Background: an optimization exercise with open tools, aiming at small area, a short achievable clock period and few clock cycles per item. Do not read the settings as production practice.
RTL that was checked went through simulation tests only; none was proved equivalent to the original.
No activity file was given, so power comes from the tool's default toggle rates.

## pq_engine
module pq_engine (
    input  wire        clk,
    input  wire        rst,
    input  wire        cmd_valid,
    output wire        cmd_ready,
    input  wire [2:0]  cmd_op,
    input  wire [1:0]  cmd_width,    
    input  wire [3:0]  cmd_x,
    input  wire [3:0]  cmd_y,
    input  wire [7:0]  cmd_rows,     
    input  wire        in_valid,
    output wire        in_ready,
    input  wire [63:0] in_data,
    output reg         out_valid,
    input  wire        out_ready,
    output wire [63:0] out_a,
    output wire [63:0] out_b
);
Size in the first run: ~2700 cells after synthesis, ~210 flip-flops, roughly 220 I/O pins, roughly 0.020 sq mm of cells after synthesis.
==> flow/config.mk <==
export PLATFORM = sky130hd
export DESIGN_NAME = pq_engine
export DESIGN_NICKNAME = pq_engine
export VERILOG_FILES = /design/flow/design.v
export SDC_FILE = /design/flow/constraint.sdc
export NUM_CORES = 4
export LEC_CHECK = 0
export CAP_MARGIN = 20
export CORE_MARGIN = 2
export CORE_UTILIZATION = 60
export CTS_BUF_LIST = sky130_fd_sc_hd__clkbuf_8
export SETUP_SLACK_MARGIN = 2.5
export SLEW_MARGIN = 20
==> flow/constraint.sdc <==
create_clock -name core_clock -period 5.5 [get_ports {clk}]
set_input_delay 1.1000 -clock core_clock [delete_from_list [all_inputs] [get_ports {clk}]]
set_output_delay 1.1000 -clock core_clock [all_outputs]
set_load 0.01 [all_outputs]
standard.sh (not shown) runs the stock make flow with config.mk's settings and CLKGATE_MAP_FILE= SYNTH_SCRIPT=/design/flow/synth_recipe.tcl, a recipe that flattens the netlist after the stock synthesis.
==> flow/flow/run.sh <==
#!/bin/bash
# Standard layout, with the port buffers made from buf_2 instead of the
# default delay buffers.
export BUFFER_PORTS_ARGS="-buffer_cell sky130_fd_sc_hd__buf_2"
bash standard.sh > standard.log 2>&1
Testbench counts at the start, summed over its fixed seeds: cycles 23,337, rows 2,762.
Rerun with:
==> flow/run.sh (new file) <==
#!/bin/bash
# synth_recipe.tcl (not shown) runs the flow's synth.tcl, then flattens the netlist and writes it again
# the make line also repeats each setting of config.mk as NAME=value (left out here)
make -C /OpenROAD-flow-scripts/flow DESIGN_CONFIG=/design/flow/config.mk WORK_HOME=/design/flow/orfs CLKGATE_MAP_FILE= SYNTH_SCRIPT=/design/flow/synth_recipe.tcl finish
CORE_UTILIZATION = 30   (was 60)
CTS_BUF_LIST = default   (was sky130_fd_sc_hd__clkbuf_8)
SETUP_SLACK_MARGIN = 3.0   (was 2.5)
removed: flow/flow/run.sh
removed: flow/standard.sh
Sequential share of layout area shrinks by 5.4 points; clock power climbs by 18%; clock-buffer cell count goes down by 14; global-route usage went down by 15 points; critical path depth shrinks by 3; setup slack loses 0.26 ns; core utilization falls by 24 points; synthesized cell count stays the same; total power goes up by 41%.
Rerun with:
==> flow/flow/run.sh (new file) <==
#!/bin/bash
# Standard layout, with the port buffers made from buf_2 instead of the
# default delay buffers.
export BUFFER_PORTS_ARGS="-buffer_cell sky130_fd_sc_hd__buf_2"
bash standard.sh > standard.log 2>&1
==> flow/standard.sh (new file) <==
#!/bin/bash
# synth_recipe.tcl (not shown) runs the flow's synth.tcl, then flattens the netlist and writes it again
# the make line also repeats each setting of config.mk as NAME=value (left out here)
make -C /OpenROAD-flow-scripts/flow DESIGN_CONFIG=/design/flow/config.mk WORK_HOME=/design/flow/orfs CLKGATE_MAP_FILE= SYNTH_SCRIPT=/design/flow/synth_recipe.tcl "${@:-finish}"
CORE_UTILIZATION = 45   (was 30)
CTS_BUF_LIST = sky130_fd_sc_hd__clkbuf_8   (was default)
SETUP_SLACK_MARGIN = 2.75   (was 3.0)
removed: flow/run.sh
The new run produced a clean layout.
Power shrinks by a quarter to a third.
Non-clock buffer count goes down by 183.
Design area shrinks by about a fifth.
Fmax goes up by roughly a tenth.
Wire length is lower by about a fifth.
Final cell count goes down by roughly a tenth.
First-iteration DRC count shrinks by well over a third.
Global-route usage went up by 6.4 points.

========
Another version of the RTL of pq_engine (not shown whole).
Size: roughly 2700 cells after synthesis, roughly 220 flip-flops, roughly 0.020 mm² of cells after synthesis.
export LEC_CHECK = 0
export CAP_MARGIN = 20
export CORE_MARGIN = 2
export CORE_UTILIZATION = 45
export CTS_BUF_LIST = sky130_fd_sc_hd__clkbuf_16
export CTS_CLUSTER_DIAMETER = 80
export CTS_CLUSTER_SIZE = 40
export SETUP_SLACK_MARGIN = 2.75
export SLEW_MARGIN = 20
create_clock -name core_clock -period 5.5 [get_ports {clk}]
==> flow/flow/run.sh <==
#!/bin/bash
# Standard layout, with the port buffers made from buf_2 instead of the
# default delay buffers.
export BUFFER_PORTS_ARGS="-buffer_cell sky130_fd_sc_hd__buf_2"
bash standard.sh > standard.log 2>&1
Next try:
CTS_BUF_LIST = sky130_fd_sc_hd__clkbuf_8   (was sky130_fd_sc_hd__clkbuf_16)
CTS_CLUSTER_DIAMETER = 60   (was 80)
CTS_CLUSTER_SIZE = 16   (was 40)
Effect: Worst setup slack improved by 0.067 ns. Via count goes up slightly. Clock-buffer cell count went up by 9. Sequential power hardly moves. Non-clock buffer count fell by 16. Register-to-register slack improved by 0.04 ns. Power drops by a few percent. Routed wire length stays flat. Cell area goes down slightly.
Next try:
CTS_CLUSTER_DIAMETER = not set   (was 60)
CTS_CLUSTER_SIZE = not set   (was 16)
SETUP_SLACK_MARGIN = 3.0   (was 2.75)
What happened: The new run completed with no timing, DRC or antenna violations; cell area goes up by 15%; worst hold slack hardly moves; setup slack got worse by 0.18 ns; count of clock-buffer cells in the layout came out higher by 17; core utilization rises by 7.8 points.
Next try:
SETUP_SLACK_MARGIN = 2.75   (was 3.0)
After rerunning: The changed run passed the timing, design-rule and antenna checks. Sequential power stays flat. Hold slack is worse by 0.0041 ns. Setup slack is better by 0.17 ns. Routed wire length drops by roughly a tenth. Non-clock buffer count drops by 163. Maximum frequency climbs by a few percent. Clock power drops by about a fifth. Combinational power drops by about a fifth. Synthesized area stays the same. Power drops by about a fifth.
Next try:
SETUP_SLACK_MARGIN = 2.5   (was 2.75)
=> Sequential share of layout area rose by 0.77 points; worst setup slack got worse by 0.15 ns; worst hold slack barely changes; power decreases by 1.7%; wire length fell by 1.2%; utilization went down by 1.9 points; maximum frequency goes down by 5.0%; combinational power went down by 6.3%; non-clock buffer count shrinks by 36; final cell count shrinks by 1.2%; die area stays the same.
No functional check of the RTL was part of any run of this note.

-- separate check: timing with driven ports --
The results above use ideal ports. As a check the final layouts listed here were re-extracted and re-timed, cells and wires unchanged. Step 1 (the two cells are an assumption about what drives the block):
set clk [get_ports {clk}]
set_driving_cell -lib_cell sky130_fd_sc_hd__clkbuf_16 $clk
set_driving_cell -lib_cell sky130_fd_sc_hd__buf_2 [delete_from_list [all_inputs] $clk]
Step 2 moves the port delays by t, midway between the first and last clock arrival at a register: inputs arrive t later, outputs are due t later. That takes back most of the time a late clock gives input paths. a / b / c = no drivers / after step 1 / after step 2; a / b = the first two.
run	t (ns)	setup WS [ns]	latest minus earliest clock arrival (ns)	slew at the worst register clock pin (ns)
the first run of note 1	0.647	2.526 / 2.526 / 1.922	0.032 / 0.033	0.07 / 0.07
the second run of note 1	0.621	2.270 / 2.298 / 1.677	0.011 / 0.012	0.07 / 0.07
the third run of note 1	0.664	2.593 / 2.593 / 2.055	0.028 / 0.028	0.08 / 0.08
the first run of note 2	0.601	2.656 / 2.665 / 2.063	0.031 / 0.031	0.11 / 0.11
the second run of note 2	0.703	2.723 / 2.717 / 2.031	0.031 / 0.031	0.11 / 0.11
the third run of note 2	0.722	2.543 / 2.543 / 2.124	0.041 / 0.041	0.08 / 0.08
the fourth run of note 2	0.656	2.714 / 2.714 / 2.083	0.047 / 0.048	0.07 / 0.07
the fifth run of note 2	0.678	2.567 / 2.567 / 1.941	0.023 / 0.024	0.07 / 0.07
After both steps every run listed still meets setup and hold. For the second run of note 2, which loses most, drivers alone change the setup slack by -0.006 ns; drivers and shift together by -0.692 ns.
